This design comes from an exercise in tuning for small area, a short achievable clock period and few clock cycles per item on the open sky130 flow, not from production work.
The RTL was checked by simulation tests, not by an equivalence proof against the original design.
Power figures rest on the tool's default switching activity, not on a simulated workload.

// mix_unit
module mix_unit (
    input  wire        clk,
    input  wire        rst,         
    input  wire        in_valid,
    output reg         in_ready,
    input  wire        in_last,     
    input  wire [23:0] in_x,        
    input  wire [23:0] in_g,        
    input  wire [1:0]  in_op,       
    input  wire [4:0]  in_sink,
    output reg         out_valid,
    output reg  [4:0]  out_sink,
    output reg  [23:0] out_value,   
    output reg         out_sat,     
    output reg         out_aov      
);
Settings: LEC_CHECK=0, CAP_MARGIN=50, CORE_MARGIN=2, CORE_UTILIZATION=40, PLACE_DENSITY=0.6, SLEW_MARGIN=70; clock period 13.0 ns.
run.sh (not shown) runs the stock make flow with config.mk's settings and CLKGATE_MAP_FILE= SYNTH_SCRIPT=/design/flow/synth_recipe.tcl, a recipe that flattens the netlist after the stock synthesis.
Testbench counts at the start, summed over its fixed seeds: cycles 36,107, items 25,835.
Next try:
CAP_MARGIN = 20   (was 50)
SLEW_MARGIN = 20   (was 70)
The changed run completed without violations.
Maximum frequency came out lower by 6.2%.
Design area came out lower by 4.3%.
Non-clock buffer count came out lower by 234.
Clock skew came out higher by 0.029 ns.
Hold slack stays flat.
Final cell count came out lower by 2.6%.
Wire length came out lower by 1.4%.
Power came out lower by 2.0%.

---

## run 1
mix_unit, a different RTL version from the one above (not shown whole).
For scale: roughly 6600 cells after synthesis, roughly 92 I/O pins.
export LEC_CHECK = 0
export CAP_MARGIN = 20
export CORE_MARGIN = 2
export CORE_UTILIZATION = 60
export CTS_CLUSTER_DIAMETER = 80
export CTS_CLUSTER_SIZE = 20
export PLACE_DENSITY = 0.75
export SLEW_MARGIN = 20
create_clock -name core_clock -period 13.0 [get_ports {clk}]
standard.sh (not shown) runs the stock make flow with config.mk's settings and CLKGATE_MAP_FILE= SYNTH_SCRIPT=/design/flow/synth_recipe.tcl, a recipe that flattens the netlist after the stock synthesis.
==> flow/flow/run.sh <==
#!/bin/bash
# Standard layout, with timing repair aimed below the clock period: repair
# treats any path slower than (period - SETUP_SLACK_MARGIN) as failing.
set -euo pipefail
bash standard.sh SETUP_SLACK_MARGIN=9.4 finish > flow.log 2>&1
Having completed the whole flow, run 1 delivered a layout that passed the timing, DRC and antenna checks.
Testbench counts of run 1, summed over its fixed seeds: cycles 27,833, items 25,835.
Input-level comparison between run 2 and run 1:
- CTS_CLUSTER_DIAMETER now 100, was 80
- CORE_UTILIZATION now 55, was 60
- CTS_CLUSTER_SIZE now 25, was 20
- PLACE_DENSITY now 0.7, was 0.75
diff --git a/flow/flow/run.sh b/flow/flow/run.sh
--- a/flow/flow/run.sh
+++ b/flow/flow/run.sh
@@ -4,2 +4,2 @@
 set -euo pipefail
-bash standard.sh SETUP_SLACK_MARGIN=9.4 finish > flow.log 2>&1
+bash standard.sh SETUP_SLACK_MARGIN=9.3 finish > flow.log 2>&1
### Flow results
- Portion of total power attributed to combinational logic ends up lower on run 1.
- On run 2: number of antenna violations at the first check in global routing is 4 higher than what run 1 gave.
- Top fanout value on the critical path delta (run 1 -> run 2): insignificant
- Run 2 ended with less maximum level of the CTS H-tree than run 1.
- Detailed-route wire length (run 2 vs. run 1) increases slightly
- Comparing run 1 and run 2, final design instance area without fill is lower on run 2.
- Run 2 vs. run 1: fraction of area in registers went up by 0.64 points.
- Total of fill cells in the finished design up 1858 in run 2 wrt run 1
- Fraction of power consumed by the clock network, run 1 and run 2: lower on run 2
- Between run 1 and run 2, well tap count increased.
- On proportion of power drawn by flip-flops and latches, the lower figure sits with run 1, not run 2.
[inputs] run 3 vs run 2
- CORE_UTILIZATION now 65, was 55
- PLACE_DENSITY now 0.78, was 0.7
- The worst setup slack before clock tree synthesis of run 3 exceeds that of run 2 by 0.042 ns.
- Final cell count in run 3 is about 3.6% lower than in run 2
- Run 3 vs run 2: wire length after detailed routing down by a few percent
- Count of non-CTS buffers in the layout: run 3 lower than run 2
- Initial core utilization is lower on run 2
- Diff run 3..run 2 | ratio of total power to cell area | negligible
- Run 2 and run 3 ended up with roughly the same internal power summed over all cells.
- Looking at aggregate global-route resource usage, run 3 sits 4.8 points above run 2.
- Number of resized instances in the post-cts repair step: run 3 < run 2
- A slowest stage cell on the critical path of dfxtp_2 is what run 2 shows, while dfxtp_4 belongs to run 3.

---

== run a ==
mix_unit, a different RTL version from the one above (not shown whole).
Size: ~5500 cells after synthesis, ~1800 flip-flops, ~0.076 mm² of cells after synthesis.
// mix_unit
module mix_unit (
    input  wire        clk,
    input  wire        rst,         
    input  wire        in_valid,
    output reg         in_ready,
    input  wire        in_last,     
    input  wire [23:0] in_x,        
    input  wire [23:0] in_g,        
    input  wire [1:0]  in_op,       
    input  wire [4:0]  in_sink,
    output reg         out_valid,
    output reg  [4:0]  out_sink,
    output reg  [23:0] out_value,   
    output reg         out_sat,     
    output reg         out_aov      
);
==> flow/config.mk <==
export PLATFORM = sky130hd
export DESIGN_NAME = mix_unit
export DESIGN_NICKNAME = mix_unit
export VERILOG_FILES = /design/flow/design.v
export SDC_FILE = /design/flow/constraint.sdc
export NUM_CORES = 4
export LEC_CHECK = 0
export CAP_MARGIN = 20
export CORE_MARGIN = 2
export CORE_UTILIZATION = 55
export CTS_CLUSTER_DIAMETER = 100
export CTS_CLUSTER_SIZE = 25
export PLACE_DENSITY = 0.7
export SLEW_MARGIN = 20
==> flow/constraint.sdc <==
create_clock -name core_clock -period 13.0 [get_ports {clk}]
set_input_delay 2.6000 -clock core_clock [delete_from_list [all_inputs] [get_ports {clk}]]
set_output_delay 2.6000 -clock core_clock [all_outputs]
set_load 0.01 [all_outputs]
==> flow/flow/run.sh <==
#!/bin/bash
# Standard layout, with timing repair aimed below the clock period: repair
# treats any path slower than (period - SETUP_SLACK_MARGIN) as failing.
set -euo pipefail
bash standard.sh SETUP_SLACK_MARGIN=9.0 finish > flow.log 2>&1
Run a reached the end of the flow, and the finished layout is clean on the timing, DRC and antenna checks.
Testbench counts of run a, summed over its fixed seeds: cycles 36,107, items 25,835.
#### Input delta (run b over run a)
# run a
export LEC_CHECK = 0
export CAP_MARGIN = 20
export CORE_MARGIN = 2
export CORE_UTILIZATION = 55
export CTS_CLUSTER_DIAMETER = 100
export CTS_CLUSTER_SIZE = 25
export PLACE_DENSITY = 0.7
export SLEW_MARGIN = 20
create_clock -name core_clock -period 13.0 [get_ports {clk}]
# run b
export LEC_CHECK = 0
export CAP_MARGIN = 20
export CORE_MARGIN = 2
export CORE_UTILIZATION = 40
export PLACE_DENSITY = 0.6
export SLEW_MARGIN = 20
create_clock -name core_clock -period 13.0 [get_ports {clk}]
Findings:
- Run b finished all stages; the layout is clean.
- Re maximum clock frequency: run b and run a aren't equal, and the lower value belongs to run a.
- Diff run a -> run b | proportion of total power due to net switching | decrease of 1.6 points
- Run b falls short of run a in via count.
- On power: between run b and run a, it ends up higher for run b.
- Residual antenna-violating net count after detailed routing across run b and run a: no real change.
- Min end-of-flow core utilization across run b and run a: run b
- Diff run a -> run b: clock power saw an increase, share of total power in combinational logic lower.

---

== v32 ==
Another version of the RTL of mix_unit (not shown whole).
Size in the first run: roughly 5,100 cells after synthesis, roughly 92 I/O pins, about 79,000 sq um of cells after synthesis.
make LEC_CHECK=0 CAP_MARGIN=20 CORE_MARGIN=2 CORE_UTILIZATION=40 PLACE_DENSITY=0.6 SLEW_MARGIN=20 finish   # period 13.0 ns
run.sh (not shown) runs the stock make flow with config.mk's settings and CLKGATE_MAP_FILE= SYNTH_SCRIPT=/design/flow/synth_recipe.tcl, a recipe that flattens the netlist after the stock synthesis.
Stock flow here: none of the scripts above is used.
v32 closes out successfully: all stages finished, all timing, DRC and antenna checks passed.
Testbench counts of v32, summed over its fixed seeds: cycles 36,107, items 25,835.
Edits applied to the flow inputs when going from v32 to v37:
==> flow/flow/run.sh (new file) <==
#!/bin/bash
# Standard layout, with timing repair aimed below the clock period: repair
# treats any path slower than (period - SETUP_SLACK_MARGIN) as failing.
set -euo pipefail
bash standard.sh SETUP_SLACK_MARGIN=9.0 finish > flow.log 2>&1
==> flow/standard.sh (new file) <==
#!/bin/bash
# synth_recipe.tcl (not shown) runs the flow's synth.tcl, then flattens the netlist and writes it again
# the make line also repeats each setting of config.mk as NAME=value (left out here)
make -C /OpenROAD-flow-scripts/flow DESIGN_CONFIG=/design/flow/config.mk WORK_HOME=/design/flow/orfs CLKGATE_MAP_FILE= SYNTH_SCRIPT=/design/flow/synth_recipe.tcl "${@:-finish}"
removed: flow/run.sh
## What came out
Between v37 and v32, the net load switching power figures differ only marginally.
Largest driver fanout on the critical path (v37 over v32): decrease, 48
When v37 is set beside v32, its post-CTS repair timing setup buffer count turns out to be 1 larger.
In the tables for v32 and v37, clock period minus final worst setup slack reads lower with v37.
There was hardly any difference in total detailed-routing wirelength between v37 and v32.

[separate check: timing with driven ports]
Ports are ideal in the flow. The routed layouts listed here were re-timed in OpenROAD. Step 1 sets driving cells, clkbuf_16 on the clock port and buf_2 on the other inputs (assumed; they add their load-dependent delay and slew). Step 2 also shifts input and output timing later by t, the mid clock arrival at the registers, as if the neighbouring blocks saw the same clock. Slacks: no drivers / after step 1 / after step 2; pairs: no drivers / after step 1.
run	t, ns	slack for setup (ns)	worst hold slack (ns)	latest minus earliest clock arrival (ns)
the first run of note 1	0.891	8.305 / 8.305 / 8.305	0.327 / 0.327 / 0.327	0.045 / 0.045
the second run of note 1	0.883	7.994 / 7.994 / 7.994	0.325 / 0.325 / 0.325	0.074 / 0.074
run 1	0.851	9.157 / 9.079 / 8.662	0.331 / 0.331 / 0.331	0.050 / 0.050
run 2	0.842	9.153 / 9.063 / 8.675	0.331 / 0.331 / 0.331	0.046 / 0.046
run 3	0.836	9.159 / 9.072 / 8.601	0.327 / 0.327 / 0.327	0.056 / 0.056
run a	0.834	9.042 / 8.971 / 8.832	0.351 / 0.351 / 0.351	0.068 / 0.067
run b	0.910	9.060 / 8.966 / 8.473	0.327 / 0.327 / 0.327	0.101 / 0.101
v32	0.879	8.446 / 8.406 / 8.446	0.330 / 0.330 / 0.330	0.080 / 0.079
v37	0.883	9.062 / 8.978 / 8.527	0.330 / 0.330 / 0.330	0.078 / 0.078
After both steps setup and hold are still met in every run listed. The setup slack of run b, which loses most, moves by -0.094 ns with the drivers and by -0.587 ns with both steps.
